What follows belongs to an exercise in optimizing a design on an open flow for small area, a short achievable clock period and few clock cycles per item; a production flow would make more cautious choices. Only simulation tests tie the RTL to the original design; equivalence was not proved.

===== design/flow/design.v =====
module ep_divu (
    input  wire        clk,
    input  wire        rst,
    input  wire        start,
    input  wire [31:0] dividend,
    input  wire [15:0] divisor,
    output reg         done,
    output wire [31:0] quotient,
    output wire [15:0] remainder
);
    reg [31:0] q;
    reg [16:0] r;
    reg [15:0] d;
    reg [5:0]  count;
    reg        busy;
    wire [16:0] r_shift = {r[15:0], q[31]};
    wire [17:0] r_sub   = {1'b0, r_shift} - {2'b00, d};
    assign quotient  = q;
    assign remainder = r[15:0];
    always @(posedge clk) begin
        if (rst) begin
            busy  <= 1'b0;
            done  <= 1'b0;
            count <= 6'd0;
        end else begin
            done <= 1'b0;
            if (start) begin
                q     <= dividend;
                r     <= 17'd0;
                d     <= divisor;
                count <= 6'd32;
                busy  <= 1'b1;
            end else if (busy) begin
                if (r_sub[17]) begin
                    r <= r_shift;
                    q <= {q[30:0], 1'b0};
                end else begin
                    r <= r_sub[16:0];
                    q <= {q[30:0], 1'b1};
                end
                count <= count - 6'd1;
                if (count == 6'd1) begin
                    busy <= 1'b0;
                    done <= 1'b1;
                end
            end
        end
    end
endmodule
module ep_isqrt (
    input  wire        clk,
    input  wire        rst,
    input  wire        start,
    input  wire [31:0] x,
    output reg         done,
    output wire [15:0] root
);
    reg [31:0] rem_x;      
    reg [17:0] acc;        
    reg [15:0] res;
    reg [4:0]  count;
    reg        busy;
    wire [19:0] acc_shift = {acc, rem_x[31:30]};
    wire [19:0] trial     = {2'b00, res, 2'b01};
    wire [20:0] acc_sub   = {1'b0, acc_shift} - {1'b0, trial};
    assign root = res;
    always @(posedge clk) begin
        if (rst) begin
            busy  <= 1'b0;
            done  <= 1'b0;
            count <= 5'd0;
        end else begin
            done <= 1'b0;
            if (start) begin
                rem_x <= x;
                acc   <= 18'd0;
                res   <= 16'd0;
                count <= 5'd16;
                busy  <= 1'b1;
            end else if (busy) begin
                rem_x <= {rem_x[29:0], 2'b00};
                if (acc_sub[20]) begin
                    acc <= acc_shift[17:0];
                    res <= {res[14:0], 1'b0};
                end else begin
                    acc <= acc_sub[17:0];
                    res <= {res[14:0], 1'b1};
                end
                count <= count - 5'd1;
                if (count == 5'd1) begin
                    busy <= 1'b0;
                    done <= 1'b1;
                end
            end
        end
    end
endmodule
module ep_eval (
    input  wire        clk,
    input  wire        rst,
    input  wire        in_valid,
    output wire        in_ready,
    input  wire        mode_event,      
    input  wire [31:0] cycle_n,
    input  wire        group_present,
    input  wire        fresh,
    input  wire        exact,
    input  wire        forced,
    input  wire [15:0] scene_level,
    input  wire [15:0] cur_level,
    input  wire [15:0] last_tx_level,
    input  wire [15:0] fade_left,
    input  wire [15:0] hold_left,
    input  wire [15:0] fs_level,
    input  wire [15:0] ovr_level,
    input  wire [7:0]  fade_ctrl,
    input  wire [7:0]  ovr_ctrl,
    input  wire [31:0] last_change,
    input  wire [15:0] p_min_level,
    input  wire [15:0] p_max_level,
    input  wire [15:0] p_presence_level,
    input  wire [15:0] p_hold_time,
    input  wire [15:0] p_rise_step,
    input  wire [15:0] p_fall_step,
    input  wire [15:0] p_deadband,
    input  wire [15:0] p_fs_step,
    input  wire [15:0] p_dl_min,
    input  wire [15:0] p_refresh_period,
    input  wire [7:0]  p_flags,
    input  wire        dl_valid,
    input  wire [15:0] dl_factor,
    input  wire        dr_valid,
    input  wire [15:0] temperature,
    input  wire [127:0] curve_temp,     
    input  wire [127:0] curve_factor,   
    input  wire [15:0] cal_gain,
    input  wire [15:0] cal_offset,      
    input  wire [15:0] min_phys,
    input  wire [15:0] max_phys,
    output wire        out_valid,
    output wire [15:0] o_cur_level,
    output wire [15:0] o_target_level,
    output wire [15:0] o_last_tx_level,
    output wire [15:0] o_fade_left,
    output wire [15:0] o_hold_left,
    output wire [15:0] o_fs_level,
    output wire [7:0]  o_fade_ctrl,
    output wire [31:0] o_last_change,
    output wire        o_emit,
    output wire        o_exact,
    output wire        o_rise,
    output wire [15:0] o_dev
);
    localparam [15:0] ONE = 16'h8000;
    localparam [4:0] S_IDLE  = 5'd0,
                     S_PREP  = 5'd1,
                     S_DRDIV = 5'd2,
                     S_TGT   = 5'd3,
                     S_SQRT  = 5'd4,
                     S_PDIV  = 5'd5,
                     S_SQDIV = 5'd6,
                     S_FDIV  = 5'd7,
                     S_UPD   = 5'd8,
                     S_MOD   = 5'd9,
                     S_DEV   = 5'd10,
                     S_DONE  = 5'd11,
                     S_RATE  = 5'd12,
                     S_INTRP = 5'd13,
                     S_FADE  = 5'd14,
                     S_PSQ   = 5'd15,
                     S_TGT2  = 5'd16;
    reg [4:0] state;
    reg        r_event, r_present, r_fresh, r_exact, r_forced;
    reg [31:0] r_n;
    reg [15:0] r_scene;
    reg [15:0] r_cur, r_last_tx, r_fade_left, r_hold_left, r_fs, r_ovr_level;
    reg [7:0]  r_fade_ctrl, r_ovr_ctrl;
    reg [31:0] r_last_change;
    reg [15:0] r_min, r_max, r_pres_level, r_hold_time, r_rise_step, r_fall_step;
    reg [15:0] r_deadband, r_fs_step, r_dl_min, r_refresh;
    reg [7:0]  r_flags;
    reg        r_dl_valid, r_dr_valid;
    reg [15:0] r_dl_factor, r_temp;
    reg [127:0] r_curve_t, r_curve_f;
    reg [15:0] r_cal_gain, r_cal_offset, r_min_phys, r_max_phys;
    reg        rise;
    reg [15:0] pres;          
    reg [15:0] fs_in;         
    reg [15:0] dl;            
    reg [15:0] dr;            
    reg [15:0] target;
    reg [15:0] new_cur;
    reg [15:0] pc;            
    reg [15:0] pc_new;        
    reg [16:0] t_dl_r;        
    reg [15:0] i_dt, i_dx, i_f0, i_f1;    
    reg        neg;           
    reg        emit;
    reg [15:0] dev;
    wire presence_on = r_flags[0];
    wire daylight_on = r_flags[1];
    wire fs_accept   = r_flags[3];
    wire derate_on   = r_flags[4];
    reg         div_start;
    reg  [31:0] div_a;
    reg  [15:0] div_b;
    wire        div_done;
    wire [31:0] div_q;
    wire [15:0] div_r;
    ep_divu u_div (
        .clk(clk), .rst(rst), .start(div_start),
        .dividend(div_a), .divisor(div_b),
        .done(div_done), .quotient(div_q), .remainder(div_r)
    );
    reg         sq_start;
    wire        sq_done_c, sq_done_t;
    wire [15:0] sq_root_c, sq_root_t;
    wire [31:0] c_scaled = {r_cur, 16'h0000} - {16'h0000, r_cur};
    wire [31:0] t_scaled = {target, 16'h0000} - {16'h0000, target};
    ep_isqrt u_sqrt_c (
        .clk(clk), .rst(rst), .start(sq_start), .x(c_scaled),
        .done(sq_done_c), .root(sq_root_c)
    );
    ep_isqrt u_sqrt_t (
        .clk(clk), .rst(rst), .start(sq_start), .x(t_scaled),
        .done(sq_done_t), .root(sq_root_t)
    );
    wire        pres_now    = presence_on & r_present;
    wire [15:0] hold_next   = pres_now ? r_hold_time + 16'd1 :
                              (!r_event && r_hold_left != 16'd0) ? r_hold_left - 16'd1 :
                              r_hold_left;
    wire [15:0] pres_next   = (presence_on && hold_next != 16'd0) ? r_pres_level : 16'd0;
    wire        fs_decay    = !r_event && !r_fresh;
    wire [15:0] fs_next     = !fs_decay ? r_fs :
                              (r_fs > r_fs_step) ? r_fs - r_fs_step : 16'd0;
    wire [15:0] dl_next     = (daylight_on && r_dl_valid) ?
                              ((r_dl_factor > r_dl_min) ? r_dl_factor : r_dl_min) : ONE;
    wire signed [15:0] temp_s = r_temp;
    wire signed [15:0] pt_t [0:7];
    wire        [15:0] pt_f [0:7];
    genvar gi;
    generate
        for (gi = 0; gi < 8; gi = gi + 1) begin : g_pts
            assign pt_t[gi] = r_curve_t[16*gi +: 16];
            assign pt_f[gi] = r_curve_f[16*gi +: 16];
        end
    endgenerate
    wire derate_used = derate_on && r_dr_valid;
    wire below_first = temp_s <= pt_t[0];
    wire above_last  = temp_s >= pt_t[7];
    reg [2:0] seg;
    integer k;
    always @* begin
        seg = 3'd0;
        for (k = 1; k < 7; k = k + 1)
            if (temp_s >= pt_t[k])
                seg = k[2:0];
    end
    wire signed [15:0] seg_t0 = pt_t[seg];
    wire signed [15:0] seg_t1 = pt_t[seg + 3'd1];
    wire        [15:0] seg_f0 = pt_f[seg];
    wire        [15:0] seg_f1 = pt_f[seg + 3'd1];
    wire        [16:0] seg_dt = {seg_t1[15], seg_t1} - {seg_t0[15], seg_t0};
    wire        [16:0] seg_dx = {temp_s[15], temp_s} - {seg_t0[15], seg_t0};
    wire signed [33:0] interp_a = $signed({1'b0, i_f0}) * $signed({2'b00, i_dt});
    wire signed [17:0] seg_df   = $signed({2'b00, i_f1}) - $signed({2'b00, i_f0});
    wire signed [35:0] interp_b = seg_df * $signed({2'b00, i_dx});
    wire signed [35:0] interp_n = {{2{interp_a[33]}}, interp_a} + interp_b;
    wire [1:0]  ovr      = r_ovr_ctrl[1:0];
    wire        blackout = r_ovr_ctrl[2];
    wire [15:0] floor_l  = (ovr == 2'd1 || ovr == 2'd2) ? r_ovr_level : 16'd0;
    wire [15:0] demand_a = (pres > fs_in) ? pres : fs_in;
    wire [15:0] demand_b = (r_scene > floor_l) ? r_scene : floor_l;
    wire [15:0] demand   = (demand_a > demand_b) ? demand_a : demand_b;
    wire [31:0] t_dl     = demand * dl;
    wire [32:0] t_dr     = t_dl_r * dr;
    wire [17:0] t_raw    = t_dr[32:15];
    wire [17:0] t_max    = (t_raw > {2'b00, r_max}) ? {2'b00, r_max} : t_raw;
    wire [15:0] t_norm   = (t_max != 18'd0 && t_max < {2'b00, r_min}) ? r_min : t_max[15:0];
    wire [31:0] t_em     = r_ovr_level * dr;
    wire [15:0] t_emerg  = t_em[30:15];
    wire        curtain_end = (r_fade_left != 16'd0) && (demand_a > demand_b);
    wire [15:0] t_next   = blackout ? 16'd0 : (ovr == 2'd3) ? t_emerg : t_norm;
    wire [15:0] fl_next  = (!blackout && ovr != 2'd3 && curtain_end) ? 16'd0 : r_fade_left;
    wire [16:0] rise_sum = {1'b0, r_cur} + {1'b0, r_rise_step};
    wire [16:0] fall_dif = {1'b0, r_cur} - {1'b0, r_fall_step};
    wire [15:0] c_rate   = (target > r_cur) ?
                               ((rise_sum > {1'b0, target}) ? target : rise_sum[15:0]) :
                           (target < r_cur) ?
                               ((fall_dif[16] || fall_dif[15:0] < target) ? target : fall_dif[15:0]) :
                           r_cur;
    wire [15:0] lin_mag = (target >= r_cur) ? target - r_cur : r_cur - target;
    wire [15:0] per_mag = (sq_root_t >= sq_root_c) ? sq_root_t - sq_root_c : sq_root_c - sq_root_t;
    wire [15:0] pc_next = neg ? pc - div_q[15:0] : pc + div_q[15:0];
    wire [31:0] pc_sq   = pc_new * pc_new;
    wire [15:0] lin_next = neg ? r_cur - div_q[15:0] : r_cur + div_q[15:0];
    wire [15:0] tx_diff   = (new_cur >= r_last_tx) ? new_cur - r_last_tx : r_last_tx - new_cur;
    wire        changed   = new_cur != r_cur;
    wire [31:0] chg_cycle = changed ? r_n : r_last_change;
    wire [31:0] since     = r_n - chg_cycle;
    wire        due_now   = (tx_diff > r_deadband) ||
                            (new_cur == target && new_cur != r_last_tx) ||
                            r_exact || r_fade_ctrl[7] || r_forced;
    wire        need_mod  = !due_now && !r_event && r_refresh != 16'd0 && since != 32'd0;
    wire [31:0] dev_prod = new_cur * r_cal_gain;
    wire signed [18:0] dev_raw = $signed({2'b00, dev_prod[31:15]}) +
                                 $signed({{3{r_cal_offset[15]}}, r_cal_offset});
    wire signed [18:0] dev_lo  = $signed({3'b000, r_min_phys});
    wire signed [18:0] dev_hi  = $signed({3'b000, r_max_phys});
    wire [15:0] dev_next = (new_cur == 16'd0) ? 16'd0 :
                           (dev_raw < dev_lo) ? r_min_phys :
                           (dev_raw > dev_hi) ? r_max_phys : dev_raw[15:0];
    assign in_ready = (state == S_IDLE);
    always @(posedge clk) begin
        if (rst) begin
            state     <= S_IDLE;
            div_start <= 1'b0;
            sq_start  <= 1'b0;
        end else begin
            div_start <= 1'b0;
            sq_start  <= 1'b0;
            case (state)
            S_IDLE: if (in_valid) begin
                r_event       <= mode_event;
                r_n           <= cycle_n;
                r_present     <= group_present;
                r_fresh       <= fresh;
                r_exact       <= exact;
                r_forced      <= forced;
                r_scene       <= scene_level;
                r_cur         <= cur_level;
                r_last_tx     <= last_tx_level;
                r_fade_left   <= fade_left;
                r_hold_left   <= hold_left;
                r_fs          <= fs_level;
                r_ovr_level   <= ovr_level;
                r_fade_ctrl   <= fade_ctrl;
                r_ovr_ctrl    <= ovr_ctrl;
                r_last_change <= last_change;
                r_min         <= p_min_level;
                r_max         <= p_max_level;
                r_pres_level  <= p_presence_level;
                r_hold_time   <= p_hold_time;
                r_rise_step   <= p_rise_step;
                r_fall_step   <= p_fall_step;
                r_deadband    <= p_deadband;
                r_fs_step     <= p_fs_step;
                r_dl_min      <= p_dl_min;
                r_refresh     <= p_refresh_period;
                r_flags       <= p_flags;
                r_dl_valid    <= dl_valid;
                r_dl_factor   <= dl_factor;
                r_dr_valid    <= dr_valid;
                r_temp        <= temperature;
                r_curve_t     <= curve_temp;
                r_curve_f     <= curve_factor;
                r_cal_gain    <= cal_gain;
                r_cal_offset  <= cal_offset;
                r_min_phys    <= min_phys;
                r_max_phys    <= max_phys;
                state         <= S_PREP;
            end
            S_PREP: begin
                rise        <= pres_now && r_hold_left == 16'd0;
                r_hold_left <= hold_next;
                pres        <= pres_next;
                r_fs        <= fs_next;
                fs_in       <= fs_accept ? fs_next : 16'd0;
                dl          <= dl_next;
                dr          <= ONE;
                if (derate_used && !blackout) begin
                    if (below_first)
                        dr <= pt_f[0];
                    else if (above_last)
                        dr <= pt_f[7];
                end
                i_dt <= seg_dt[15:0];
                i_dx <= seg_dx[15:0];
                i_f0 <= seg_f0;
                i_f1 <= seg_f1;
                if (derate_used && !blackout && !below_first && !above_last)
                    state <= S_INTRP;
                else
                    state <= S_TGT;
            end
            S_INTRP: begin
                div_a     <= interp_n[31:0];
                div_b     <= i_dt;
                div_start <= 1'b1;
                state     <= S_DRDIV;
            end
            S_DRDIV: if (div_done) begin
                dr    <= div_q[15:0];
                state <= S_TGT;
            end
            S_TGT: begin
                t_dl_r <= t_dl[31:15];
                state  <= S_TGT2;
            end
            S_TGT2: begin
                target      <= t_next;
                r_fade_left <= fl_next;
                if (!blackout && ovr != 2'd3 && curtain_end)
                    r_fade_ctrl[0] <= 1'b0;
                state <= S_FADE;
            end
            S_FADE: begin
                if (r_fade_left == 16'd0) begin
                    state <= S_RATE;
                end else if (r_event) begin
                    new_cur <= r_cur;
                    state   <= S_UPD;
                end else if (r_fade_left == 16'd1) begin
                    new_cur        <= target;
                    r_fade_left    <= 16'd0;
                    r_fade_ctrl[0] <= 1'b0;
                    state          <= S_UPD;
                end else if (r_fade_ctrl[1]) begin
                    sq_start <= 1'b1;
                    state    <= S_SQRT;
                end else begin
                    neg       <= target < r_cur;
                    div_a     <= {16'h0000, lin_mag};
                    div_b     <= r_fade_left;
                    div_start <= 1'b1;
                    state     <= S_FDIV;
                end
            end
            S_RATE: begin
                new_cur <= c_rate;
                state   <= S_UPD;
            end
            S_SQRT: if (sq_done_c) begin
                pc        <= sq_root_c;
                neg       <= sq_root_t < sq_root_c;
                div_a     <= {16'h0000, per_mag};
                div_b     <= r_fade_left;
                div_start <= 1'b1;
                state     <= S_PDIV;
            end
            S_PDIV: if (div_done) begin
                pc_new <= pc_next;
                state  <= S_PSQ;
            end
            S_PSQ: begin
                div_a     <= pc_sq;
                div_b     <= 16'hFFFF;
                div_start <= 1'b1;
                state     <= S_SQDIV;
            end
            S_SQDIV: if (div_done) begin
                new_cur     <= div_q[15:0];
                r_fade_left <= r_fade_left - 16'd1;
                state       <= S_UPD;
            end
            S_FDIV: if (div_done) begin
                new_cur     <= lin_next;
                r_fade_left <= r_fade_left - 16'd1;
                state       <= S_UPD;
            end
            S_UPD: begin
                emit <= due_now;
                if (need_mod) begin
                    div_a     <= since;
                    div_b     <= r_refresh;
                    div_start <= 1'b1;
                    state     <= S_MOD;
                end else begin
                    state <= S_DEV;
                end
            end
            S_MOD: if (div_done) begin
                emit  <= div_r == 16'd0;
                state <= S_DEV;
            end
            S_DEV: begin
                dev   <= dev_next;
                state <= S_DONE;
            end
            S_DONE: state <= S_IDLE;
            default: state <= S_IDLE;
            endcase
        end
    end
    assign out_valid       = (state == S_DONE);
    assign o_cur_level     = new_cur;
    assign o_target_level  = target;
    assign o_last_tx_level = emit ? new_cur : r_last_tx;
    assign o_fade_left     = r_fade_left;
    assign o_hold_left     = r_hold_left;
    assign o_fs_level      = r_fs;
    assign o_fade_ctrl     = emit ? {1'b0, r_fade_ctrl[6:0]} : r_fade_ctrl;
    assign o_last_change   = (new_cur != r_cur) ? r_n : r_last_change;
    assign o_emit          = emit;
    assign o_exact         = emit & r_exact;
    assign o_rise          = rise;
    assign o_dev           = dev;
endmodule

===== design/flow/run.sh =====
#!/bin/bash
# synth_recipe.tcl (not shown) runs the flow's synth.tcl, then flattens the netlist and writes it again
# the make line also repeats each setting of config.mk as NAME=value (left out here)
make -C /OpenROAD-flow-scripts/flow DESIGN_CONFIG=/design/flow/config.mk WORK_HOME=/design/flow/orfs CLKGATE_MAP_FILE= SYNTH_SCRIPT=/design/flow/synth_recipe.tcl finish

===== design/flow/config.mk =====
export PLATFORM = sky130hd
export DESIGN_NAME = ep_eval
export DESIGN_NICKNAME = ep_eval
export VERILOG_FILES = /design/flow/design.v
export SDC_FILE = /design/flow/constraint.sdc
export NUM_CORES = 4
export LEC_CHECK = 0
export CAP_MARGIN = 20
export CORE_MARGIN = 2
export CORE_UTILIZATION = 35
export PLACE_DENSITY = 0.6
export SLEW_MARGIN = 20

===== design/flow/constraint.sdc =====
create_clock -name core_clock -period 12.0 [get_ports {clk}]
set_input_delay 2.4000 -clock core_clock [delete_from_list [all_inputs] [get_ports {clk}]]
set_output_delay 2.4000 -clock core_clock [all_outputs]
set_load 0.01 [all_outputs]

==> PnR_summary.wiki <==
{| class="wikitable"
! Metric !! Value
|-
| Run status || finished clean
|-
| Number of global-route vias before repair || between 90000 and 100k
|-
| Clock root cell || clkbuf_16
|-
| Highest net fanout along the worst path || 25
|-
| Violation count after the first detailed-route iteration || 8003
|-
| Final Setup Violations || 0
|-
| Total area of sequential cells || approximately 36000 um2
|-
| Worst min-delay path category || reg -> reg
|-
| Number of sinks driven by the clock tree || approximately 1200
|-
| Final std cell area, no fill || roughly 150000 um2
|-
| Max H-tree Level || 4
|-
| Crit path required time || 12570 ps
|-
| Most used flip-flop cell after synthesis || edfxtp_1
|-
| Number of vias in the routed layout || 96800
|-
| Critical path class || reg -> reg
|-
| CTS tree || built
|-
| Die ar. || 376000 um2
|-
| Crit share post-route || ~95%
|-
| Number of library cell types mapped by synthesis || 94
|-
| Mean Syn Cell Area || 9.94 um2
|-
| Antenna violation net count after detailed routing || 0
|-
| WL final || 401000 um
|-
| Worst-path cell with the longest stage delay || o31ai_4
|-
| Post-synth EDFFs || 1182
|-
| Number of buffers added by the clock tree synthesis step || 150
|-
| GRT Overall Usage || 21.1%
|-
| Setup TNS || 0 ps
|-
| Number of placed I/O pins || 879
|-
| Row Count || 223
|-
| Pin count of the biggest net entering global routing || 160
|-
| Post-layout nets || ~17000
|-
| Slew at the pin closest to its max-slew limit || around 1200 ps
|-
| Synthesis Warnings || 3
|-
| Initial cell density of the core || a little over a third
|-
| Number of violations of the max-capacitance limit || 0
|-
| Clock latency on the worst-skew pair || 900 ps
|-
| # fillers || between 30000 and 40000
|-
| Longest Clk Path Bufs || 4
|-
| Via/cell ratio || 5.12
|-
| Number of antenna violations at the first check in global routing || 25
|-
| Post-CTS repair timing setup buffer count || 0
|-
| Final period demand of the worst path || 11390 ps
|-
| Router iterations before antenna repair || 7
|-
| Combined area of all synthesized cells || approximately 130000 um2
|-
| Worst-case setup margin in the final layout || 612 ps
|-
| Port Buffers || 869
|-
| Aggregate global routing overflow || 0
|-
| Headroom to the max-slew limit || 18.7%
|-
| Top cell by count, worst path || fa_1
|-
| Final hold violation count || 0
|-
| Routability Congestion || 0.946
|-
| Sequential fraction of the synthesis area || 27.7%
|-
| Post-CTS sizing || 0
|-
| Max frequency || a little under 90 MHz
|-
| Share of flip-flops with an asynchronous set or reset after synthesis || 0%
|-
| Layout cells sized above 1 || 4.97%
|-
| CP startpoint kind || register
|-
| Data arrival time of the worst path || 11960 ps
|-
| First-pass GRT wire length || 603000 um
|-
| Final-report max-slew violation count || 0
|-
| DPL Wire Length || 320000 um
|-
| RSZ-0062 raised after global routing || no
|-
| FF+latch count, synth || roughly 1200
|-
| Max stage delay on crit path || 910 ps
|-
| Number of instances in the synthesized netlist || 13100
|-
| Layout area overhead || 15.3%
|-
| Placement-stage cell area || approximately 140000 um2
|-
| Width of the die || 613 um
|-
| Clock-pin slew on the worst setup and hold paths || 60 ps
|-
| Number of hold buffers added after cts || 0
|-
| Drt drc || 0
|-
| Height of the die || 613 um
|-
| Area occupied by multi-input gates || roughly 84000 um2
|-
| Wire per inst || 21.2 um
|-
| Net count of the mapped netlist || about 17000
|-
| Sort of element at the end of the critical path || register
|-
| Worst clock skew || 98.2 ps
|-
| Worst slack, placed || 791 ps
|-
| Core box area || 369000 um2
|}
==> flip-flops by register name, summed over array words and instances, names as in the netlist, 17 cells and up <==
register / cells
u_sqrt_t.acc: 18
r_curve_t: 128
u_sqrt_t.rem_x: 32
t_dl_r: 17
u_sqrt_c.rem_x: 32
r_last_change: 32
u_sqrt_c.acc: 18
r_curve_f: 128
u_div.q: 32
div_a: 32
r_n: 32
==> kinds of logic after synthesis <==
kind of cell               after synthesis  synth area share (%)
AOI/OAI and AO/OA                     1896                  9.60
adders and majority gates             2791                  35.5
xor gates and xnor gates               459                  3.09
buffers and inverters                 2826                  8.20
and+or+nand+nor                       3536                  13.0
DFF                                   1210                  27.7
muxes                                  362                  2.90
==> layout make-up <==
class,count,share of cell area (%)
antenna,26,0.0434
clock buffer,167,2.55
clock inverter,95,0.645
inverter,2296,5.75
multi-input combinational,9044,55.7
sequential,1210,24.1
tap,4950,4.13
timing repair buffer,1119,7.09
==> synthesized netlist by cell type (all sizes together) (69+ instances only) <==
library cell / count / area share [%]
fa: 1492 / 23
mux2: 115 / 1.0
a21o: 198 / 1.1
ha: 1299 / 13
a221oi: 72 / 0.49
o21ai: 379 / 1.5
nand4: 107 / 0.51
nand2: 1426 / 4.1
inv: 2294 / 6.6
nor4: 69 / 0.34
nor3: 139 / 0.55
nand3: 151 / 0.59
a21oi: 506 / 2.0
mux2i: 247 / 1.9
o21a: 97 / 0.56
xnor2: 296 / 2.0
a22oi: 82 / 0.47
and2: 694 / 3.3
nor2: 585 / 1.7
nor2b: 129 / 0.62
clkbuf: 487 / 1.4
edfxtp: 1182 / 27
xor2: 163 / 1.1
==> final timing paths <==
check	from	end	slack, ps	cells after the start
max	r_ovr_ctrl[0]$_DFFE_PP_	t_dl_r[10]$_DFFE_PP_	610	38
min	div_b[12]$_DFFE_PP_	u_div.d[12]$_DFFE_PP_	420	0
max reg2reg	r_ovr_ctrl[0]$_DFFE_PP_	t_dl_r[10]$_DFFE_PP_	610	38
min reg2reg	div_b[12]$_DFFE_PP_	u_div.d[12]$_DFFE_PP_	420	0
==> metal layers <==
layer | track usage [%] | wire (um)
met1 | 27.3 | 166000
met3 | 2.57 | 24500
met2 | 34.9 | 188000
met4 | 10.5 | 22300
met5 | 0 | 79
==> cells in the final DEF (no fill, tap or decap), drive strengths merged, types with 198 or more instances in the layout <==
cell type,instances
nand2,1426
and2,694
ha,1299
a21oi,506
nor2,585
o21ai,379
clkdlybuf4s50,868
a21o,198
fa,1492
buf,251
mux2i,247
xnor2,296
inv,2306
edfxtp,1182
==> metrics by stage <==
step,instances,util (%),hold slack (ps)
global placement,18600,39.2,401
CTS,18900,40.5,416
finish,18900,40.6,416
floorplan,13100,-,400
global route,18900,40.6,420
detailed placement,18600,39.2,407
==> critical path: cells and delay by family (launching register included) <==
family / cells / cell delay (ps)
AND/OR/NAND/NOR: 9 / 1370
AO/OA/AOI/OAI: 10 / 3560
buffers and inverters: 8 / 1600
flip-flops: 1 / 370
adder cells (fa/ha/maj): 10 / 4090
XOR/XNOR: 1 / 80
Testbench counts, summed over its fixed seeds: cycles 107,604, items 3,200.

[what the ideal ports hide]
No port has a modelled driver above. Below, the same layout with a new extraction and two added sets of constraints.
Step 1 (the two cells are an assumption about what drives the block):
set clk [get_ports {clk}]
set_driving_cell -lib_cell sky130_fd_sc_hd__clkbuf_16 $clk
set_driving_cell -lib_cell sky130_fd_sc_hd__buf_2 [delete_from_list [all_inputs] $clk]
Step 2, shift: input delay + t, output delay - t, t = (earliest + latest rising clock arrival at the registers) / 2. This alone moves slack from input paths to output paths.
Slacks: no drivers / after step 1 / after step 2; pairs: no drivers / after step 1.
shift t [ns]: 0.980
setup slack, ns: 0.612 / 0.612 / 0.612
hold slack, ns: 0.416 / 0.416 / 0.416
clock arrival spread, ns: 0.127 / 0.127
worst data-port slew with drivers (ns): 0.27
After both steps this run still meets setup and hold. The setup slack of this run moves by 0.000 ns with the drivers and by 0.000 ns with both steps.
